What follows belongs to an exercise in optimizing a design on an open flow for small area, a short achievable clock period and few clock cycles; a production flow would make more cautious choices. In this exercise RTL edits were held to simulation tests only and were not proved equivalent to the original. Power is estimated from default activity; no workload was simulated.

### flow/flow/run.sh
#!/bin/bash
# Standard ORFS layout (the standard.sh) with two changes to how it is made:
#  - setup repair aims for slack well beyond the 17 ns clock (SETUP_SLACK_MARGIN
#    raised), so repair_timing works the paths down to about 5.4 ns;
#  - the port buffers are buf_2 cells (resizable buf family) instead of the
#    default delay-buffer cell, which MATCH_CELL_FOOTPRINT keeps from resizing.
# Clock, constraints and every other step are unchanged.  Make's output goes to
# flow_make.log; ORFS writes each step's log under orfs/logs.
set -euo pipefail
MARGIN=${MARGIN:-11.6}
bash standard.sh SETUP_SLACK_MARGIN=$MARGIN "BUFFER_PORTS_ARGS=-buffer_cell sky130_fd_sc_hd__buf_2" finish > flow_make.log 2>&1
### flow/standard.sh
#!/bin/bash
# synth_recipe.tcl (not shown) runs the flow's synth.tcl, then flattens the netlist and writes it again
# the make line also repeats each setting of config.mk as NAME=value (left out here)
make -C /OpenROAD-flow-scripts/flow DESIGN_CONFIG=/design/flow/config.mk WORK_HOME=/design/flow/orfs CLKGATE_MAP_FILE= SYNTH_SCRIPT=/design/flow/synth_recipe.tcl "${@:-finish}"
### flow/config.mk
export PLATFORM = sky130hd
export DESIGN_NAME = dsp_exec
export DESIGN_NICKNAME = dsp_exec
export VERILOG_FILES = /design/flow/design.v
export SDC_FILE = /design/flow/constraint.sdc
export NUM_CORES = 4
export LEC_CHECK = 0
export ABC_AREA = 1
export CAP_MARGIN = 20
export CORE_MARGIN = 2
export CORE_UTILIZATION = 55
export PLACE_DENSITY = 0.68
export SETUP_SLACK_MARGIN = 0.5
export SLEW_MARGIN = 20
### flow/constraint.sdc
create_clock -name core_clock -period 17.0 [get_ports {clk}]
set_input_delay 3.4000 -clock core_clock [delete_from_list [all_inputs] [get_ports {clk}]]
set_output_delay 3.4000 -clock core_clock [all_outputs]
set_load 0.01 [all_outputs]
### flow/design.v
module dsp_exec (
    input  wire        clk,
    input  wire        rst,         
    input  wire        in_valid,
    output wire        in_ready,
    input  wire [35:0] in_insn,
    output reg         out_valid,
    input  wire        out_ready,
    output reg  [31:0] out_d,
    output reg  [39:0] out_acc,
    output reg  [15:0] out_st
);
    localparam OP_LDI   = 6'h0A, OP_MOV   = 6'h0B, OP_MVR   = 6'h0C, OP_LDSI  = 6'h0D;
    localparam OP_ADD   = 6'h10, OP_SUB   = 6'h11, OP_AND   = 6'h12, OP_OR    = 6'h13;
    localparam OP_XOR   = 6'h14, OP_SHL   = 6'h15, OP_SHR   = 6'h16, OP_ASR   = 6'h17;
    localparam OP_CMP   = 6'h18, OP_PAR   = 6'h19, OP_ADDI  = 6'h1A, OP_ANDI  = 6'h1B;
    localparam OP_ORI   = 6'h1C, OP_XORI  = 6'h1D, OP_ADD32 = 6'h1E, OP_SUB32 = 6'h1F;
    localparam OP_MPY   = 6'h20, OP_MAC   = 6'h21, OP_MSU   = 6'h22;
    localparam OP_CLRA  = 6'h24, OP_SHA   = 6'h25, OP_STA   = 6'h26, OP_LDAC  = 6'h27;
    localparam OP_ADDA  = 6'h28, OP_SUBA  = 6'h29, OP_STAP  = 6'h2A;
    reg [15:0] dreg [0:15];
    reg [15:0] dvld;
    reg [39:0] areg [0:3];
    reg [3:0]  avld;
    reg [15:0] st;
    reg        sk_valid;
    reg        in_rdy;        
    reg [35:0] sk_insn;
    assign in_ready = in_rdy;
    wire accept = in_valid && !sk_valid;
    wire [35:0] nx_insn = sk_valid ? sk_insn : in_insn;
    wire [5:0]  nx_op   = nx_insn[35:30];
    wire        nx_mul  = nx_op[5];
    wire        nx_mulb = (nx_op[5:2] == 4'b1000);
    wire        nx_mvr  = (nx_op == OP_MVR);
    wire        nx_a32  = (nx_op == OP_ADD32) || (nx_op == OP_SUB32);
    wire [3:0]  nx_aa   = nx_mul ? nx_insn[27:24] : nx_mvr ? nx_insn[29:26] :
                          {nx_insn[25:23], nx_insn[22] & !nx_a32};
    wire [3:0]  nx_ab   = nx_mulb ? nx_insn[23:20] : {nx_insn[21:19], nx_insn[18] & !nx_a32};
    wire [5:0]  nx_amt  = ((nx_op == OP_SHA) && nx_insn[5]) ? (6'd0 - nx_insn[5:0]) : {1'b0, nx_insn[4:0]};
    wire [1:0]  nx_ap   = (nx_op == OP_SHA) ? nx_insn[29:28] :
                          ((nx_op == OP_ADDA) || (nx_op == OP_SUBA)) ? nx_insn[27:26] : nx_insn[25:24];
    reg        ir_valid;
    reg [35:0] ir;
    reg [3:0]  ir_aa, ir_ab;
    reg [1:0]  ir_ap;
    reg [5:0]  ir_amt;        
    wire [5:0]  op    = ir[35:30];
    wire [15:0] f_imm = ir[15:0];
    wire [3:0]  f_d   = ir[29:26];
    wire [3:0]  f_sh4 = ir[17:14];
    wire [1:0]  f_acc = ir[29:28];
    wire        f_dir = ir[25];
    wire        sreg17 = (ir[24:20] == 5'd17);
    localparam NF = 31;
    function [NF-1:0] dec;
        input [5:0] o;
        input       b5;           
        begin
            dec = {NF{1'b0}};
            dec[0]  = (o == OP_LDI);
            dec[1]  = (o == OP_MOV);
            dec[2]  = (o == OP_MVR);
            dec[3]  = (o == OP_LDSI);
            dec[4]  = (o == OP_ADD) || (o == OP_SUB) || (o == OP_CMP) || (o == OP_ADDI);
            dec[5]  = (o == OP_SUB) || (o == OP_CMP) || (o == OP_SUB32);      
            dec[6]  = (o == OP_AND) || (o == OP_OR) || (o == OP_XOR) ||
                      (o == OP_ANDI) || (o == OP_ORI) || (o == OP_XORI);
            dec[7]  = (o == OP_ANDI) || (o == OP_ORI) || (o == OP_XORI);
            dec[8]  = (o == OP_AND) || (o == OP_ANDI);
            dec[9]  = (o == OP_OR)  || (o == OP_ORI);
            dec[10] = (o == OP_SHL);
            dec[11] = (o == OP_ASR);
            dec[12] = (o == OP_SHL) || (o == OP_SHR) || (o == OP_ASR);
            dec[13] = (o == OP_PAR);
            dec[14] = (o == OP_ADD32) || (o == OP_SUB32);
            dec[15] = (o == OP_MPY) || (o == OP_MAC) || (o == OP_MSU);
            dec[16] = (o == OP_MSU);
            dec[17] = (o == OP_CLRA);
            dec[18] = (o == OP_SHA);
            dec[19] = (o == OP_STA);
            dec[20] = (o == OP_STAP);
            dec[21] = (o == OP_LDAC);
            dec[22] = (o == OP_ADDA) || (o == OP_SUBA);
            dec[23] = (o == OP_SUBA);
            dec[24] = (o == OP_SHA) && !b5;                                    
            dec[25] = (o == OP_CMP);
            dec[26] = (o == OP_ADDI);
            dec[27] = (o == OP_STA) || (o == OP_STAP) || (o == OP_SHA) ||
                      (o == OP_ADDA) || (o == OP_SUBA);                       
            dec[28] = (o == OP_MAC) || (o == OP_MSU) || (o == OP_ADDA) || (o == OP_SUBA);  
            dec[29] = (o == OP_MPY) || (o == OP_MAC) || (o == OP_MSU) || (o == OP_CLRA) ||
                      (o == OP_SHA) || (o == OP_LDAC) || (o == OP_ADDA) || (o == OP_SUBA);  
            dec[30] = (o == OP_SHA) && b5;                                     
        end
    endfunction
    wire [NF-1:0] nx_f = dec(nx_op, nx_insn[5]);
    reg  [NF-1:0] ir_f;
    wire [NF-1:0] fdec = dec(op, ir[5]);
    wire is_ldi    = fdec[0];
    wire is_mov    = fdec[1];
    wire is_mvr    = fdec[2];
    wire is_ldsi   = fdec[3];
    wire is_addsub = fdec[4];
    wire dosub     = ir_f[5];
    wire is_log    = fdec[6];
    wire is_limm   = fdec[7];
    wire is_and    = fdec[8];
    wire is_or     = fdec[9];
    wire is_shl    = ir_f[10];
    wire is_asr    = ir_f[11];
    wire is_sh16   = ir_f[12];
    wire is_par    = fdec[13];
    wire is_a32    = fdec[14];
    wire is_mul    = ir_f[15];
    wire is_msu    = ir_f[16];
    wire is_clra   = fdec[17];
    wire is_sha    = fdec[18];
    wire is_sta    = fdec[19];
    wire is_stap   = fdec[20];
    wire is_ldac   = fdec[21];
    wire is_adda   = fdec[22];
    wire is_suba   = fdec[23];
    wire sha_left  = ir_f[24];
    wire is_cmp    = fdec[25];
    wire is_addi   = ir_f[26];
    wire rd_acc1   = ir_f[27];
    wire use_x     = fdec[28];
    wire wr_acc    = fdec[29];
    wire sha_right = ir_f[30];
    reg [7:0]  sa_lo, sa_hi, sb_lo, sb_hi;
    reg [31:0] pa, pb;
    integer k;
    always @(*) begin
        pa = 32'd0;
        pb = 32'd0;
        for (k = 0; k < 8; k = k + 1) begin
            pa[15:0]  = pa[15:0]  | ({16{sa_lo[k]}} & dreg[2*k]);
            pa[31:16] = pa[31:16] | ({16{sa_hi[k]}} & dreg[2*k+1]);
            pb[15:0]  = pb[15:0]  | ({16{sb_lo[k]}} & dreg[2*k]);
            pb[31:16] = pb[31:16] | ({16{sb_hi[k]}} & dreg[2*k+1]);
        end
    end
    wire [15:0] da = ir_aa[0] ? pa[31:16] : pa[15:0];
    wire [15:0] db = ir_ab[0] ? pb[31:16] : pb[15:0];
    reg [3:0]  ap_sel;        
    reg [39:0] av;
    always @(*) begin
        av = 40'd0;
        for (k = 0; k < 4; k = k + 1)
            av = av | ({40{ap_sel[k]}} & areg[k]);
    end
    reg [3:0]  xs_sel;        
    reg [39:0] xv1;
    always @(*) begin
        xv1 = 40'd0;
        for (k = 0; k < 4; k = k + 1)
            xv1 = xv1 | ({40{xs_sel[k]}} & areg[k]);
    end
    wire [15:0] bsrc  = is_addi ? f_imm : db;
    wire [31:0] ax    = {pa[31:16], da};
    wire [31:0] bx    = {pb[31:16], bsrc} ^ {32{dosub}};
    wire [33:0] sum2  = {1'b0, ax, dosub} + {1'b0, bx, dosub};     
    wire [32:0] sum   = sum2[33:1];
    wire        c16   = sum[16] ^ ax[16] ^ bx[16];
    wire        v16   = (ax[15] == bx[15]) && (sum[15] != ax[15]);
    wire        v32   = (ax[31] == bx[31]) && (sum[31] != ax[31]);
    wire [31:0] zx    = (ax ^ bx) ^ {ax[30:0] | bx[30:0], dosub};
    wire        z16   = (zx[15:0] == 16'd0);
    wire        z32   = z16 && (zx[31:16] == 16'd0);
    wire [15:0] lb    = is_limm ? f_imm : db;
    wire [15:0] logr  = is_and ? (da & lb) : is_or ? (da | lb) : (da ^ lb);
    reg  [39:0] w;
    reg         fill;
    reg  [5:0]  amt;
    integer m;
    always @(*) begin
        if (sha_left) begin
            for (m = 0; m < 40; m = m + 1)
                w[m] = av[39-m];
            fill = 1'b0;
            amt  = ir_amt;
        end else begin
            w    = av;
            fill = av[39];
            amt  = ir_amt;
        end
    end
    wire [40:0] shx = {{32{fill}}, w, 1'b0} >> amt;    
    wire [39:0] q    = shx[40:1];
    wire        half = shx[0];
    reg  [39:0] q_rev;
    always @(*) for (m = 0; m < 40; m = m + 1) q_rev[m] = q[39-m];
    reg  [15:0] dsw;
    always @(*) for (m = 0; m < 16; m = m + 1) dsw[m] = is_shl ? da[15-m] : da[m];
    wire [16:0] sh16x = {{15{is_asr && da[15]}}, dsw, 1'b0} >> f_sh4;
    reg  [15:0] sh16r;
    always @(*) for (m = 0; m < 16; m = m + 1) sh16r[m] = sh16x[16-m];
    wire [15:0] shr16 = is_shl ? sh16r : sh16x[16:1];
    wire        shc   = sh16x[0];
    reg  [32:0] ts;
    always @(*) for (m = 0; m < 33; m = m + 1) ts[m] = ({1'b0, ir[4:0]} >= m[5:0]);
    reg  [38:0] ovm;          
    always @(*) for (m = 0; m < 39; m = m + 1) ovm[m] = (m >= 8) ? ts[39-m] : 1'b0;
    wire        sha_ovf = |((av[38:0] ^ {39{av[39]}}) & ovm);
    wire [39:0] sha_val = sha_left ? q_rev : q;
    wire        sticky  = |(av[29:0] & ts[31:2]);
    wire [1:0]  rnd  = st[13:12];
    wire        inc  = ((rnd == 2'd1) && half) || ((rnd == 2'd2) && half && (sticky || q[0]));
    wire [31:0] qi   = q[31:0] + {31'd0, inc};
    wire [38:0] tchg = av[39:1] ^ av[38:0];      
    reg  [39:0] ge, m16, m32, r15, r31;
    always @(*) begin
        for (m = 0; m < 40; m = m + 1) begin
            ge[m]  = (m >= 31) ? 1'b1 : !ts[m+1];
            m16[m] = (m >= 15) ? ge[m-15] : 1'b0;       
            m32[m] = (m >= 31) ? ge[m-31] : 1'b0;       
            r15[m] = ge[m] && !m16[m];                  
            r31[m] = ge[m] && !m32[m];                  
        end
    end
    wire        f16    = !(|(tchg & m16[38:0]));
    wire        f32    = !(|(tchg & m32[38:0]));
    wire        ones15 = &(av | ~r15);
    wire        ones31 = &(av | ~r31);
    wire        sat_hi16 = !av[39] && (!f16 || (ones15 && inc));
    wire        sat_lo16 =  av[39] && !f16;
    wire        sat_hi32 = !av[39] && (!f32 || (ones31 && inc));
    wire        sat_lo32 =  av[39] && !f32;
    wire        fit16  = !(sat_hi16 || sat_lo16);
    wire        fit32  = !(sat_hi32 || sat_lo32);
    wire [15:0] sta16  = sat_hi16 ? 16'h7FFF : sat_lo16 ? 16'h8000 : qi[15:0];
    wire [31:0] sta32  = sat_hi32 ? 32'h7FFFFFFF : sat_lo32 ? 32'h80000000 : qi;
    wire [40:0] mul_s, mul_c;
    dsp_booth u_booth (.a(da), .b(db), .neg(is_msu), .s(mul_s), .c(mul_c));
    reg         e2_valid;
    reg  [40:0] e2_s, e2_c;
    reg         e2_cin;
    reg  [39:0] e2_x;         
    reg  [1:0]  e2_acc;
    reg         e2_wra;       
    reg         e2_chk;       
    reg         e2_satc;      
    reg         e2_sats;      
    reg         e2_shaov;     
    reg         e2_shasg;     
    reg  [31:0] e2_d;         
    wire [40:0] xx   = {e2_x[39], e2_x};
    wire [40:0] cs_s = xx ^ e2_s ^ e2_c;
    wire [40:0] cs_c = {(xx[39:0] & e2_s[39:0]) | (xx[39:0] & e2_c[39:0]) | (e2_s[39:0] & e2_c[39:0]), e2_cin};
    wire [40:0] ex   = cs_s + cs_c;
    wire        ov_a = ex[40] ^ ex[39];
    wire        ov   = (e2_chk && ov_a) || e2_shaov;
    wire        sat  = (e2_satc && ov_a) || e2_sats;
    wire        sgn  = e2_chk ? ex[40] : e2_shasg;
    wire [39:0] accr = sat ? (sgn ? {1'b1, 39'd0} : {1'b0, {39{1'b1}}}) : ex[39:0];
    wire        e2_ovf = e2_valid && ov;
    wire out_free = !out_valid || out_ready;
    wire e2_free  = !e2_valid || out_free;
    wire hazard   = e2_valid && e2_wra && rd_acc1 && (ir_ap == e2_acc);
    wire ir_go    = ir_valid && e2_free && !hazard;
    wire ir_free  = !ir_valid || ir_go;
    wire [15:0] st_now = {st[15:6], st[5] | e2_ovf, st[4:0]};    
    reg         wr_d, wr_p;
    reg  [15:0] wlo, whi;
    reg  [15:0] st1;          
    always @(*) begin
        wr_d = 1'b0; wr_p = 1'b0;
        wlo  = 16'd0; whi = 16'd0;
        st1  = st_now;
        if (is_ldi) begin
            wr_d = 1'b1; wlo = f_imm;
        end
        if (is_mov) begin
            wr_d = 1'b1; wlo = da;
        end
        if (is_mvr) begin
            if (f_dir) begin
                wr_d = 1'b1; wlo = sreg17 ? st_now : 16'd0;
            end else if (sreg17)
                st1 = da & 16'hFFEF;
        end
        if (is_ldsi && sreg17)
            st1 = f_imm & 16'hFFEF;
        if (is_addsub) begin
            wr_d = !is_cmp; wlo = sum[15:0];
            st1[0] = z16; st1[1] = sum[15]; st1[2] = c16; st1[3] = v16;
        end
        if (is_log) begin
            wr_d = 1'b1; wlo = logr;
            st1[0] = (logr == 16'd0); st1[1] = logr[15]; st1[2] = 1'b0; st1[3] = 1'b0;
        end
        if (is_sh16) begin
            wr_d = 1'b1; wlo = shr16;
            st1[0] = (shr16 == 16'd0); st1[1] = shr16[15];
            if (f_sh4 != 4'd0) st1[2] = shc;
        end
        if (is_par) begin
            wr_d = 1'b1; wlo = {15'd0, ^(da & db)};
            st1[0] = ~(^(da & db));
        end
        if (is_a32) begin
            wr_p = 1'b1; wlo = sum[15:0]; whi = sum[31:16];
            st1[0] = z32; st1[1] = sum[31]; st1[2] = sum[32]; st1[3] = v32;
        end
        if (is_sta) begin
            wr_d = 1'b1; wlo = sta16;
            if (!fit16) st1[5] = 1'b1;
        end
        if (is_stap) begin
            wr_p = 1'b1; wlo = sta32[15:0]; whi = sta32[31:16];
            if (!fit32) st1[5] = 1'b1;
        end
    end
    wire [15:0] whi_bus = wr_p ? whi : wlo;
    wire [40:0] s_in = is_mul ? mul_s :
                       is_adda ? ({av[39], av} ^ {41{is_suba}}) :
                       is_sha  ? {1'b0, sha_val} :
                       is_ldac ? {{9{pa[31]}}, pa} : 41'd0;
    wire [40:0] c_in = is_mul ? mul_c : 41'd0;
    reg  [3:0] avld_e2, avld_ir;
    always @(*)
        for (k = 0; k < 4; k = k + 1) begin
            avld_e2[k] = avld[k] || (e2_valid && e2_wra && e2_acc == k);
            avld_ir[k] = avld_e2[k] || (ir_valid && wr_acc && f_acc == k);
        end
    reg  [15:0] wmask;
    always @(*)
        for (k = 0; k < 16; k = k + 1)
            wmask[k] = (wr_d && f_d == k) || (wr_p && f_d[3:1] == k[3:1]);
    wire [15:0] dvld_ld = dvld | (ir_valid ? wmask : 16'd0);
    integer n;
    always @(posedge clk) begin
        if (!sk_valid)
            sk_insn <= in_insn;
        if (ir_free) begin
            ir    <= nx_insn;
            ir_aa <= nx_aa;
            ir_ab <= nx_ab;
            ir_ap <= nx_ap;
            ir_amt <= nx_amt;
            ir_f  <= nx_f;
            for (n = 0; n < 8; n = n + 1) begin
                sa_lo[n] <= (nx_aa[3:1] == n) && dvld_ld[2*n];
                sa_hi[n] <= (nx_aa[3:1] == n) && dvld_ld[2*n+1];
                sb_lo[n] <= (nx_ab[3:1] == n) && dvld_ld[2*n];
                sb_hi[n] <= (nx_ab[3:1] == n) && dvld_ld[2*n+1];
            end
        end
        if (ir_free)
            for (n = 0; n < 4; n = n + 1) begin
                ap_sel[n] <= (nx_ap == n) && avld_ir[n];
                xs_sel[n] <= nx_f[28] && (nx_insn[29:28] == n) && avld_ir[n];
            end
        for (n = 0; n < 16; n = n + 1) begin
            if (ir_go && wmask[n]) begin
                dreg[n] <= n[0] ? whi_bus : wlo;
            end
        end
        for (n = 0; n < 4; n = n + 1)
            if (e2_valid && out_free && e2_wra && e2_acc == n)
                areg[n] <= accr;
        if (e2_free) begin
            e2_s     <= s_in;
            e2_c     <= c_in;
            e2_cin   <= is_suba;
            e2_x     <= (use_x && e2_valid && e2_wra && e2_acc == f_acc) ? accr : xv1;
            e2_satc  <= use_x && st[11];
            e2_sats  <= is_sha && sha_left && sha_ovf && st[11];
            e2_acc   <= f_acc;
            e2_wra   <= wr_acc;
            e2_chk   <= use_x;
            e2_shaov <= is_sha && sha_left && sha_ovf;
            e2_shasg <= av[39];
            e2_d     <= {wr_p ? whi : 16'd0, (wr_d || wr_p) ? wlo : 16'd0};
        end
        if (out_free) begin
            out_d   <= e2_d;
            out_acc <= accr;    
            out_st  <= st_now;
        end
        if (rst) begin
            sk_valid  <= 1'b0;
            in_rdy    <= 1'b1;
            ir_valid  <= 1'b0;
            e2_valid  <= 1'b0;
            out_valid <= 1'b0;
            dvld      <= 16'd0;
            avld      <= 4'd0;
            st        <= 16'd0;
        end else begin
            sk_valid  <= sk_valid ? !ir_free : (accept && ir_valid && !ir_go);
            in_rdy    <= sk_valid ? ir_free : !(accept && ir_valid && !ir_go);
            if (ir_free)
                ir_valid <= sk_valid || accept;
            if (e2_free)
                e2_valid <= ir_go;
            if (out_free)
                out_valid <= e2_valid;
            for (n = 0; n < 16; n = n + 1)
                if (ir_go && wmask[n])
                    dvld[n] <= 1'b1;
            for (n = 0; n < 4; n = n + 1)
                if (e2_valid && out_free && e2_wra && e2_acc == n)
                    avld[n] <= 1'b1;
            if (ir_go)
                st <= st1;
            else if (e2_valid && out_free)
                st <= st_now;
        end
    end
endmodule
module dsp_booth (
    input  wire [15:0] a,
    input  wire [15:0] b,
    input  wire        neg,    
    output wire [40:0] s,
    output wire [40:0] c
);
    wire [16:0] bx = {b, 1'b0};
    wire [16:0] ax = {a[15], a};
    wire b0_one = bx[1] ^ bx[0];
    wire b0_two = (bx[2] & ~bx[1] & ~bx[0]) | (~bx[2] & bx[1] & bx[0]);
    wire b0_neg = bx[2] ^ neg;
    wire [16:0] pp0 = (({17{b0_one}} & ax) | ({17{b0_two}} & {ax[15:0], 1'b0})) ^ {17{b0_neg}};
    wire b1_one = bx[3] ^ bx[2];
    wire b1_two = (bx[4] & ~bx[3] & ~bx[2]) | (~bx[4] & bx[3] & bx[2]);
    wire b1_neg = bx[4] ^ neg;
    wire [16:0] pp1 = (({17{b1_one}} & ax) | ({17{b1_two}} & {ax[15:0], 1'b0})) ^ {17{b1_neg}};
    wire b2_one = bx[5] ^ bx[4];
    wire b2_two = (bx[6] & ~bx[5] & ~bx[4]) | (~bx[6] & bx[5] & bx[4]);
    wire b2_neg = bx[6] ^ neg;
    wire [16:0] pp2 = (({17{b2_one}} & ax) | ({17{b2_two}} & {ax[15:0], 1'b0})) ^ {17{b2_neg}};
    wire b3_one = bx[7] ^ bx[6];
    wire b3_two = (bx[8] & ~bx[7] & ~bx[6]) | (~bx[8] & bx[7] & bx[6]);
    wire b3_neg = bx[8] ^ neg;
    wire [16:0] pp3 = (({17{b3_one}} & ax) | ({17{b3_two}} & {ax[15:0], 1'b0})) ^ {17{b3_neg}};
    wire b4_one = bx[9] ^ bx[8];
    wire b4_two = (bx[10] & ~bx[9] & ~bx[8]) | (~bx[10] & bx[9] & bx[8]);
    wire b4_neg = bx[10] ^ neg;
    wire [16:0] pp4 = (({17{b4_one}} & ax) | ({17{b4_two}} & {ax[15:0], 1'b0})) ^ {17{b4_neg}};
    wire b5_one = bx[11] ^ bx[10];
    wire b5_two = (bx[12] & ~bx[11] & ~bx[10]) | (~bx[12] & bx[11] & bx[10]);
    wire b5_neg = bx[12] ^ neg;
    wire [16:0] pp5 = (({17{b5_one}} & ax) | ({17{b5_two}} & {ax[15:0], 1'b0})) ^ {17{b5_neg}};
    wire b6_one = bx[13] ^ bx[12];
    wire b6_two = (bx[14] & ~bx[13] & ~bx[12]) | (~bx[14] & bx[13] & bx[12]);
    wire b6_neg = bx[14] ^ neg;
    wire [16:0] pp6 = (({17{b6_one}} & ax) | ({17{b6_two}} & {ax[15:0], 1'b0})) ^ {17{b6_neg}};
    wire b7_one = bx[15] ^ bx[14];
    wire b7_two = (bx[16] & ~bx[15] & ~bx[14]) | (~bx[16] & bx[15] & bx[14]);
    wire b7_neg = bx[16] ^ neg;
    wire [16:0] pp7 = (({17{b7_one}} & ax) | ({17{b7_two}} & {ax[15:0], 1'b0})) ^ {17{b7_neg}};
    wire t1 = pp0[10] ^ pp1[8];
    wire t2 = pp0[10] & pp1[8];
    wire t3 = pp0[11] ^ pp1[9];
    wire t4 = pp0[11] & pp1[9];
    wire t5 = pp0[12] ^ pp1[10] ^ pp2[8];
    wire t6 = (pp0[12] & pp1[10]) | (pp0[12] & pp2[8]) | (pp1[10] & pp2[8]);
    wire t7 = pp3[6] ^ pp4[4];
    wire t8 = pp3[6] & pp4[4];
    wire t9 = pp0[13] ^ pp1[11] ^ pp2[9];
    wire t10 = (pp0[13] & pp1[11]) | (pp0[13] & pp2[9]) | (pp1[11] & pp2[9]);
    wire t11 = pp3[7] ^ pp4[5];
    wire t12 = pp3[7] & pp4[5];
    wire t13 = pp0[14] ^ pp1[12] ^ pp2[10];
    wire t14 = (pp0[14] & pp1[12]) | (pp0[14] & pp2[10]) | (pp1[12] & pp2[10]);
    wire t15 = pp3[8] ^ pp4[6] ^ pp5[4];
    wire t16 = (pp3[8] & pp4[6]) | (pp3[8] & pp5[4]) | (pp4[6] & pp5[4]);
    wire t17 = pp6[2] ^ pp7[0];
    wire t18 = pp6[2] & pp7[0];
    wire t19 = pp0[15] ^ pp1[13] ^ pp2[11];
    wire t20 = (pp0[15] & pp1[13]) | (pp0[15] & pp2[11]) | (pp1[13] & pp2[11]);
    wire t21 = pp3[9] ^ pp4[7] ^ pp5[5];
    wire t22 = (pp3[9] & pp4[7]) | (pp3[9] & pp5[5]) | (pp4[7] & pp5[5]);
    wire t23 = pp6[3] ^ pp7[1];
    wire t24 = pp6[3] & pp7[1];
    wire t25 = ~pp0[16] ^ pp1[14] ^ pp2[12];
    wire t26 = (~pp0[16] & pp1[14]) | (~pp0[16] & pp2[12]) | (pp1[14] & pp2[12]);
    wire t27 = pp3[10] ^ pp4[8] ^ pp5[6];
    wire t28 = (pp3[10] & pp4[8]) | (pp3[10] & pp5[6]) | (pp4[8] & pp5[6]);
    wire t29 = pp6[4] ^ pp7[2] ^ 1'b1;
    wire t30 = (pp6[4] & pp7[2]) | (pp6[4] & 1'b1) | (pp7[2] & 1'b1);
    wire t31 = pp1[15] ^ pp2[13] ^ pp3[11];
    wire t32 = (pp1[15] & pp2[13]) | (pp1[15] & pp3[11]) | (pp2[13] & pp3[11]);
    wire t33 = pp4[9] ^ pp5[7] ^ pp6[5];
    wire t34 = (pp4[9] & pp5[7]) | (pp4[9] & pp6[5]) | (pp5[7] & pp6[5]);
    wire t35 = pp7[3] ^ 1'b1;
    wire t36 = pp7[3] & 1'b1;
    wire t37 = ~pp1[16] ^ pp2[14] ^ pp3[12];
    wire t38 = (~pp1[16] & pp2[14]) | (~pp1[16] & pp3[12]) | (pp2[14] & pp3[12]);
    wire t39 = pp4[10] ^ pp5[8] ^ pp6[6];
    wire t40 = (pp4[10] & pp5[8]) | (pp4[10] & pp6[6]) | (pp5[8] & pp6[6]);
    wire t41 = pp2[15] ^ pp3[13] ^ pp4[11];
    wire t42 = (pp2[15] & pp3[13]) | (pp2[15] & pp4[11]) | (pp3[13] & pp4[11]);
    wire t43 = pp5[9] ^ pp6[7];
    wire t44 = pp5[9] & pp6[7];
    wire t45 = ~pp2[16] ^ pp3[14] ^ pp4[12];
    wire t46 = (~pp2[16] & pp3[14]) | (~pp2[16] & pp4[12]) | (pp3[14] & pp4[12]);
    wire t47 = pp3[15] ^ pp4[13];
    wire t48 = pp3[15] & pp4[13];
    wire t49 = pp0[6] ^ pp1[4];
    wire t50 = pp0[6] & pp1[4];
    wire t51 = pp0[7] ^ pp1[5];
    wire t52 = pp0[7] & pp1[5];
    wire t53 = pp0[8] ^ pp1[6] ^ pp2[4];
    wire t54 = (pp0[8] & pp1[6]) | (pp0[8] & pp2[4]) | (pp1[6] & pp2[4]);
    wire t55 = pp3[2] ^ pp4[0];
    wire t56 = pp3[2] & pp4[0];
    wire t57 = pp0[9] ^ pp1[7] ^ pp2[5];
    wire t58 = (pp0[9] & pp1[7]) | (pp0[9] & pp2[5]) | (pp1[7] & pp2[5]);
    wire t59 = pp3[3] ^ pp4[1];
    wire t60 = pp3[3] & pp4[1];
    wire t61 = pp2[6] ^ pp3[4] ^ pp4[2];
    wire t62 = (pp2[6] & pp3[4]) | (pp2[6] & pp4[2]) | (pp3[4] & pp4[2]);
    wire t63 = pp5[0] ^ b5_neg ^ t1;
    wire t64 = (pp5[0] & b5_neg) | (pp5[0] & t1) | (b5_neg & t1);
    wire t65 = pp2[7] ^ pp3[5] ^ pp4[3];
    wire t66 = (pp2[7] & pp3[5]) | (pp2[7] & pp4[3]) | (pp3[5] & pp4[3]);
    wire t67 = pp5[1] ^ t2 ^ t3;
    wire t68 = (pp5[1] & t2) | (pp5[1] & t3) | (t2 & t3);
    wire t69 = pp5[2] ^ pp6[0] ^ b6_neg;
    wire t70 = (pp5[2] & pp6[0]) | (pp5[2] & b6_neg) | (pp6[0] & b6_neg);
    wire t71 = t4 ^ t5 ^ t7;
    wire t72 = (t4 & t5) | (t4 & t7) | (t5 & t7);
    wire t73 = pp5[3] ^ pp6[1] ^ t6;
    wire t74 = (pp5[3] & pp6[1]) | (pp5[3] & t6) | (pp6[1] & t6);
    wire t75 = t8 ^ t9 ^ t11;
    wire t76 = (t8 & t9) | (t8 & t11) | (t9 & t11);
    wire t77 = b7_neg ^ t10 ^ t12;
    wire t78 = (b7_neg & t10) | (b7_neg & t12) | (t10 & t12);
    wire t79 = t13 ^ t15 ^ t17;
    wire t80 = (t13 & t15) | (t13 & t17) | (t15 & t17);
    wire t81 = t14 ^ t16 ^ t18;
    wire t82 = (t14 & t16) | (t14 & t18) | (t16 & t18);
    wire t83 = t19 ^ t21 ^ t23;
    wire t84 = (t19 & t21) | (t19 & t23) | (t21 & t23);
    wire t85 = t20 ^ t22 ^ t24;
    wire t86 = (t20 & t22) | (t20 & t24) | (t22 & t24);
    wire t87 = t25 ^ t27 ^ t29;
    wire t88 = (t25 & t27) | (t25 & t29) | (t27 & t29);
    wire t89 = t26 ^ t28 ^ t30;
    wire t90 = (t26 & t28) | (t26 & t30) | (t28 & t30);
    wire t91 = t31 ^ t33 ^ t35;
    wire t92 = (t31 & t33) | (t31 & t35) | (t33 & t35);
    wire t93 = pp7[4] ^ t32 ^ t34;
    wire t94 = (pp7[4] & t32) | (pp7[4] & t34) | (t32 & t34);
    wire t95 = t36 ^ t37 ^ t39;
    wire t96 = (t36 & t37) | (t36 & t39) | (t37 & t39);
    wire t97 = pp7[5] ^ 1'b1 ^ t38;
    wire t98 = (pp7[5] & 1'b1) | (pp7[5] & t38) | (1'b1 & t38);
    wire t99 = t40 ^ t41 ^ t43;
    wire t100 = (t40 & t41) | (t40 & t43) | (t41 & t43);
    wire t101 = pp5[10] ^ pp6[8] ^ pp7[6];
    wire t102 = (pp5[10] & pp6[8]) | (pp5[10] & pp7[6]) | (pp6[8] & pp7[6]);
    wire t103 = t42 ^ t44 ^ t45;
    wire t104 = (t42 & t44) | (t42 & t45) | (t44 & t45);
    wire t105 = pp5[11] ^ pp6[9] ^ pp7[7];
    wire t106 = (pp5[11] & pp6[9]) | (pp5[11] & pp7[7]) | (pp6[9] & pp7[7]);
    wire t107 = 1'b1 ^ t46 ^ t47;
    wire t108 = (1'b1 & t46) | (1'b1 & t47) | (t46 & t47);
    wire t109 = ~pp3[16] ^ pp4[14] ^ pp5[12];
    wire t110 = (~pp3[16] & pp4[14]) | (~pp3[16] & pp5[12]) | (pp4[14] & pp5[12]);
    wire t111 = pp6[10] ^ pp7[8] ^ t48;
    wire t112 = (pp6[10] & pp7[8]) | (pp6[10] & t48) | (pp7[8] & t48);
    wire t113 = pp4[15] ^ pp5[13] ^ pp6[11];
    wire t114 = (pp4[15] & pp5[13]) | (pp4[15] & pp6[11]) | (pp5[13] & pp6[11]);
    wire t115 = pp7[9] ^ 1'b1;
    wire t116 = pp7[9] & 1'b1;
    wire t117 = ~pp4[16] ^ pp5[14] ^ pp6[12];
    wire t118 = (~pp4[16] & pp5[14]) | (~pp4[16] & pp6[12]) | (pp5[14] & pp6[12]);
    wire t119 = pp5[15] ^ pp6[13];
    wire t120 = pp5[15] & pp6[13];
    wire t121 = pp0[4] ^ pp1[2];
    wire t122 = pp0[4] & pp1[2];
    wire t123 = pp0[5] ^ pp1[3];
    wire t124 = pp0[5] & pp1[3];
    wire t125 = pp2[2] ^ pp3[0] ^ b3_neg;
    wire t126 = (pp2[2] & pp3[0]) | (pp2[2] & b3_neg) | (pp3[0] & b3_neg);
    wire t127 = pp2[3] ^ pp3[1] ^ t50;
    wire t128 = (pp2[3] & pp3[1]) | (pp2[3] & t50) | (pp3[1] & t50);
    wire t129 = b4_neg ^ t52 ^ t53;
    wire t130 = (b4_neg & t52) | (b4_neg & t53) | (t52 & t53);
    wire t131 = t54 ^ t56 ^ t57;
    wire t132 = (t54 & t56) | (t54 & t57) | (t56 & t57);
    wire t133 = t58 ^ t60 ^ t61;
    wire t134 = (t58 & t60) | (t58 & t61) | (t60 & t61);
    wire t135 = t62 ^ t64 ^ t65;
    wire t136 = (t62 & t64) | (t62 & t65) | (t64 & t65);
    wire t137 = t66 ^ t68 ^ t69;
    wire t138 = (t66 & t68) | (t66 & t69) | (t68 & t69);
    wire t139 = t70 ^ t72 ^ t73;
    wire t140 = (t70 & t72) | (t70 & t73) | (t72 & t73);
    wire t141 = t74 ^ t76 ^ t77;
    wire t142 = (t74 & t76) | (t74 & t77) | (t76 & t77);
    wire t143 = t78 ^ t80 ^ t81;
    wire t144 = (t78 & t80) | (t78 & t81) | (t80 & t81);
    wire t145 = t82 ^ t84 ^ t85;
    wire t146 = (t82 & t84) | (t82 & t85) | (t84 & t85);
    wire t147 = t86 ^ t88 ^ t89;
    wire t148 = (t86 & t88) | (t86 & t89) | (t88 & t89);
    wire t149 = t90 ^ t92 ^ t93;
    wire t150 = (t90 & t92) | (t90 & t93) | (t92 & t93);
    wire t151 = t94 ^ t96 ^ t97;
    wire t152 = (t94 & t96) | (t94 & t97) | (t96 & t97);
    wire t153 = t98 ^ t100 ^ t101;
    wire t154 = (t98 & t100) | (t98 & t101) | (t100 & t101);
    wire t155 = t102 ^ t104 ^ t105;
    wire t156 = (t102 & t104) | (t102 & t105) | (t104 & t105);
    wire t157 = t106 ^ t108 ^ t109;
    wire t158 = (t106 & t108) | (t106 & t109) | (t108 & t109);
    wire t159 = t110 ^ t112 ^ t113;
    wire t160 = (t110 & t112) | (t110 & t113) | (t112 & t113);
    wire t161 = pp7[10] ^ t114 ^ t116;
    wire t162 = (pp7[10] & t114) | (pp7[10] & t116) | (t114 & t116);
    wire t163 = pp7[11] ^ 1'b1 ^ t118;
    wire t164 = (pp7[11] & 1'b1) | (pp7[11] & t118) | (1'b1 & t118);
    wire t165 = ~pp5[16] ^ pp6[14] ^ pp7[12];
    wire t166 = (~pp5[16] & pp6[14]) | (~pp5[16] & pp7[12]) | (pp6[14] & pp7[12]);
    wire t167 = pp6[15] ^ pp7[13];
    wire t168 = pp6[15] & pp7[13];
    wire t169 = pp0[2] ^ pp1[0];
    wire t170 = pp0[2] & pp1[0];
    wire t171 = pp0[3] ^ pp1[1];
    wire t172 = pp0[3] & pp1[1];
    wire t173 = pp2[0] ^ b2_neg ^ t121;
    wire t174 = (pp2[0] & b2_neg) | (pp2[0] & t121) | (b2_neg & t121);
    wire t175 = pp2[1] ^ t122 ^ t123;
    wire t176 = (pp2[1] & t122) | (pp2[1] & t123) | (t122 & t123);
    wire t177 = t49 ^ t124 ^ t125;
    wire t178 = (t49 & t124) | (t49 & t125) | (t124 & t125);
    wire t179 = t51 ^ t126 ^ t127;
    wire t180 = (t51 & t126) | (t51 & t127) | (t126 & t127);
    wire t181 = t55 ^ t128 ^ t129;
    wire t182 = (t55 & t128) | (t55 & t129) | (t128 & t129);
    wire t183 = t59 ^ t130 ^ t131;
    wire t184 = (t59 & t130) | (t59 & t131) | (t130 & t131);
    wire t185 = t63 ^ t132 ^ t133;
    wire t186 = (t63 & t132) | (t63 & t133) | (t132 & t133);
    wire t187 = t67 ^ t134 ^ t135;
    wire t188 = (t67 & t134) | (t67 & t135) | (t134 & t135);
    wire t189 = t71 ^ t136 ^ t137;
    wire t190 = (t71 & t136) | (t71 & t137) | (t136 & t137);
    wire t191 = t75 ^ t138 ^ t139;
    wire t192 = (t75 & t138) | (t75 & t139) | (t138 & t139);
    wire t193 = t79 ^ t140 ^ t141;
    wire t194 = (t79 & t140) | (t79 & t141) | (t140 & t141);
    wire t195 = t83 ^ t142 ^ t143;
    wire t196 = (t83 & t142) | (t83 & t143) | (t142 & t143);
    wire t197 = t87 ^ t144 ^ t145;
    wire t198 = (t87 & t144) | (t87 & t145) | (t144 & t145);
    wire t199 = t91 ^ t146 ^ t147;
    wire t200 = (t91 & t146) | (t91 & t147) | (t146 & t147);
    wire t201 = t95 ^ t148 ^ t149;
    wire t202 = (t95 & t148) | (t95 & t149) | (t148 & t149);
    wire t203 = t99 ^ t150 ^ t151;
    wire t204 = (t99 & t150) | (t99 & t151) | (t150 & t151);
    wire t205 = t103 ^ t152 ^ t153;
    wire t206 = (t103 & t152) | (t103 & t153) | (t152 & t153);
    wire t207 = t107 ^ t154 ^ t155;
    wire t208 = (t107 & t154) | (t107 & t155) | (t154 & t155);
    wire t209 = t111 ^ t156 ^ t157;
    wire t210 = (t111 & t156) | (t111 & t157) | (t156 & t157);
    wire t211 = t115 ^ t158 ^ t159;
    wire t212 = (t115 & t158) | (t115 & t159) | (t158 & t159);
    wire t213 = t117 ^ t160 ^ t161;
    wire t214 = (t117 & t160) | (t117 & t161) | (t160 & t161);
    wire t215 = t119 ^ t162 ^ t163;
    wire t216 = (t119 & t162) | (t119 & t163) | (t162 & t163);
    wire t217 = t120 ^ t164 ^ t165;
    wire t218 = (t120 & t164) | (t120 & t165) | (t164 & t165);
    wire t219 = 1'b1 ^ t166 ^ t167;
    wire t220 = (1'b1 & t166) | (1'b1 & t167) | (t166 & t167);
    wire t221 = ~pp6[16] ^ pp7[14] ^ t168;
    wire t222 = (~pp6[16] & pp7[14]) | (~pp6[16] & t168) | (pp7[14] & t168);
    wire t223 = pp7[15] ^ 1'b1;
    wire t224 = pp7[15] & 1'b1;
    assign s = {1'b1, 1'b1, 1'b1, 1'b1, 1'b1, 1'b1, 1'b1, 1'b1, 1'b1, 1'b1, ~pp7[16], t222, t220, t218, t216, t214, t212, t210, t208, t206, t204, t202, t200, t198, t196, t194, t192, t190, t188, t186, t184, t182, t180, t178, t176, t174, t172, t170, b1_neg, pp0[1], pp0[0]};
    assign c = {1'b0, 1'b0, 1'b0, 1'b0, 1'b0, 1'b0, 1'b0, 1'b0, 1'b0, 1'b0, t224, t223, t221, t219, t217, t215, t213, t211, t209, t207, t205, t203, t201, t199, t197, t195, t193, t191, t189, t187, t185, t183, t181, t179, t177, t175, t173, t171, t169, 1'b0, b0_neg};
endmodule
==> summary.txt <==
flip-flops by register name, indices dropped and copies added, names as in the netlist, 9 cells and up:
signal,flops
ir_f,9
e2_c,30
dreg,256
out_d,32
e2_s,41
out_st,15
ir,33
dvld,16
e2_x,40
st,15
out_acc,40
e2_d,32
sk_insn,36
areg,160
metal layers:
metal  part of all wire [%]  up-vias  wire length (um)
li1                       -    24720                 -
met1                     35    26280             85130
met2                     44     3929            108800
met3                     11     1008             26260
met4                     10       10             25620
met5                  0.025        -                61
worst reg2reg max path: cells and delay by family (launching register included):
family,cells,cell delay [ns]
compound gates,1,0.27
buf+inv,2,0.67
flops,1,0.89
simple gates,16,3.46
final timing paths:
check,startpoint,endpoint,depth (start not counted)
worst max register to register,ir[4]$_DFFE_PN_,dreg[11][3]$_DFFE_PP_,19
worst min-delay path,e2_d[31]$_SDFFCE_PP0N_,out_d[31]$_DFFE_PP_,0
worst min register to register,e2_d[31]$_SDFFCE_PP0N_,out_d[31]$_DFFE_PP_,0
worst max-delay path,ir[4]$_DFFE_PN_,dreg[11][3]$_DFFE_PP_,19
logic make-up after synthesis:
logic type                 share of synthesized area [%]
AOI/OAI and AO/OA                                  12.09
xor gates and xnor gates                           4.040
muxes                                            0.08725
other                                           0.006537
and+or+nand+nor                                    27.36
adders and majority gates                          7.673
DFF                                                41.76
buffers and inverters                              6.986
through the flow:
step,instances,hold WS (ns)
after global placement,8540,0.4124
after detailed placement,8541,0.4045
final,8810,0.4231
after CTS,8789,0.4237
after global routing,8808,0.4331
after floorplan,7278,0.4003
where the power goes:
group          total, W  switching, W  internal, W
clock           0.00199      0.000857      0.00113
combinational   0.00603       0.00405      0.00198
sequential      0.00280      0.000125      0.00267
total            0.0108       0.00503      0.00579
cells in the final DEF (no fill, tap or decap), types with 16 or more instances in the layout:
cell type	instances
clkbuf_1	20
buf_2	128
nand2_2	43
o221ai_1	17
nand3_1	723
a221oi_1	51
nor2_2	38
clkinv_1	16
o21ai_1	37
edfxtp_1	747
xor2_1	195
a21oi_1	281
xnor2_1	60
ha_1	171
inv_1	598
o21ai_0	348
o2111ai_1	27
clkinvlp_4	18
nand3_2	17
fa_1	113
nand2_1	2194
a22o_1	54
dfxtp_1	75
clkbuf_16	88
nor4_1	23
a31oi_1	21
o211ai_1	24
or2_2	26
nor3_1	35
nor2_4	30
nand4_1	42
o22ai_1	207
buf_4	191
nor2_1	517
inv_2	41
final cells by class:
class | count | area (um^2) | share of cell area [%]
multi-input cells | 5441 | 29920 | 47.15
flip-flops and latches | 823 | 23950 | 37.75
inverters | 665 | 2551 | 4.020
clock buffers | 114 | 2360 | 3.718
repair buffers | 336 | 2330 | 3.671
well taps | 1380 | 1727 | 2.721
clock inverters | 46 | 599.3 | 0.9444
diodes | 4 | 10.01 | 0.01577
repair inverters | 1 | 7.507 | 0.01183
timing repair:
| action | CTS | global route |
|---|---|---|
| gates resized for setup | 52 | 75 |
| setup buffers | 86 | 17 |
| gates cloned | 2 | 0 |
| endpoints found under the setup margin | 451 | 389 |
| pin swaps | 2 | 4 |
| endpoints found under the hold margin | 0 | 0 |
==> flow_summary.yaml <==
global_route:
  grt.busiest_layer: "met2"
  track_usage_pct: 45.11
  grt_pass1_wl_um: 349800
  use_met3_pct: 8.611
  antenna_found_initial: 13
  grt_remaining_overflow: 0
  use_met1_pct: 54.19
  use_met2_pct: 71.02
  grt_max_degree: 69
  grt_pass1_vias: 51450
cts:
  ctsLongestPathBuffers: 3
  numCtsBuffers: 87
  path_clk_slew_ns: 0.06
  cts_tree: "built"
  clk_latency_ns: 0.72
  cts.sinks: 823
  holdBufCountCts: 0
  root_buffer: "clkbuf_16"
  htree_levels: 3
drt:
  ant_nets: 0
  wl_um: 245800
  drt_pre_antenna_iters: 6
  dr_total_vias: 55940
  vias_per_cell: 6.350
  drc_errors: 0
  wl_per_cell_um: 27.90
  drtIter0Drc: 8100
yosys:
  synth_top_cells_by_count: "nand2_1, edfxtp_1, nand3_1, inv_1, nor2_1"
  synthFlopType: "edfxtp_1"
  synth_top_area_share_pct: 39.10
  synthArstFlopShare_pct: 0
  synth-edff-count: 747
  ys_seq_elements: 823
  synth_cell_types: 70
  yosysSeqAreaShare_pct: 41.76
  synth_top_cells_by_area: "edfxtp_1, nand2_1, nand3_1"
  syn_nets: 7602
  yosysMostFrequentCell: "nand2_1"
  avgSynthCellArea_um2: 7.882
  synth_cells: 7278
  yosysWarnings: 3
  syn-cell-area_mm2: 0.05736
  synth_largest_area_cell: "edfxtp_1"
worst_setup_path:
  cp_cell_sequence: "nor2_4 > inv_1 > nor2_2 > inv_1 > nor2_2 > nand2_1 > nand2_1 > nor2_1 > o2111ai_1 > nor4_1 > nor3b_1 > nand2_1 > nand2_2 > nand2_2 > nand2_1 > nand2_1 > nand2_1 > nand2_1 > nand2_1"
  reg2reg_setup_slack_ns: 11.51
  endpoint_kind: "flip-flop"
  critical-path-slowest-cell: "edfxtp_1"
  path_class: "reg -> reg"
  cp-start-kind: "flip-flop"
  required_ns: 17.51
  cp.arrival_ns: 5.99
  critPathMostFrequentCell: "nand2_1"
  cp_top_family: "simple AND/OR/NAND/NOR gates"
  critPathBufInv: 2
  slowest_delay_ns: 0.89
  cp_max_fo: 16
timing:
  period_minus_slack_ns: 5.486
  fin_ws_ns: 11.51
  slew_viol_final: 0
  max_freq_ghz: 0.1823
  rsz0062_at_grt: "yes"
  relSlewSlack_pct: 18.59
  finalSetupTns_ns: 0
  period_share_pct: 32.27
  worstMarginPinSlew_ns: 1.208
  skew_ns: 0.04918
  finalSetupViolations: 0
  final_hold_viol_count: 0
power:
  peakVddDrop_mv: 0.1605
  p_leak_nw: 28.27
  p_per_area_mw_per_mm2: 170.5
  p_total_w: 0.01082
run:
  drv_cap: 0
final_layout:
  stdcell_area_mm2: 0.06346
  fin_util_pct: 61.32
  area_delta_synth_final_pct: 10.63
  fin_nets: 7679
  final_layout_size_suffix_gt1_share_pct: 9.978
  num-fill-cells: 9181
place:
  gp_congestion: 1.095
  place_ws_ns: 9.965
  portBuffers: 128
  dpl-instance-area_mm2: 0.05914
  place_hpwl_um: 181000
min_path:
  hold_class: "reg -> reg"
floorplan:
  row_count: 118
  core_area_mm2: 0.1035
  start_util_pct: 55.43
  die_area_mm2: 0.1069
  dieWidth_um: 327.0
  die_h_um: 327.0
  io_pins: 130
outcome:
  status: "no timing/DRC/antenna violations"
Testbench counts, summed over its fixed seeds: cycles 32,773.

==> port drivers added, routing unchanged <==
No port has a modelled driver above. Below, the same layout with a new extraction and two added sets of constraints.
Step 1 assumes that a clkbuf_16 drives the clock port and a buf_2 every other input.
Step 2 times the ports against the registers' clock, not the clock port: input delays grow and output delays shrink by t, the midpoint of the rising clock arrivals with the driver on.
Three values: ideal, step 1, step 2; two values: the first two.
t, ns: 0.773
slack for setup (ns): 11.514 / 11.514 / 11.015
worst setup path at the end: input to register
slew at the worst register clock pin (ns): 0.07 / 0.07
cell pins on the clock port's net: 1
After both steps setup and hold are still met in this run. The setup slack of this run moves by 0.000 ns with the drivers and by -0.499 ns with both steps.
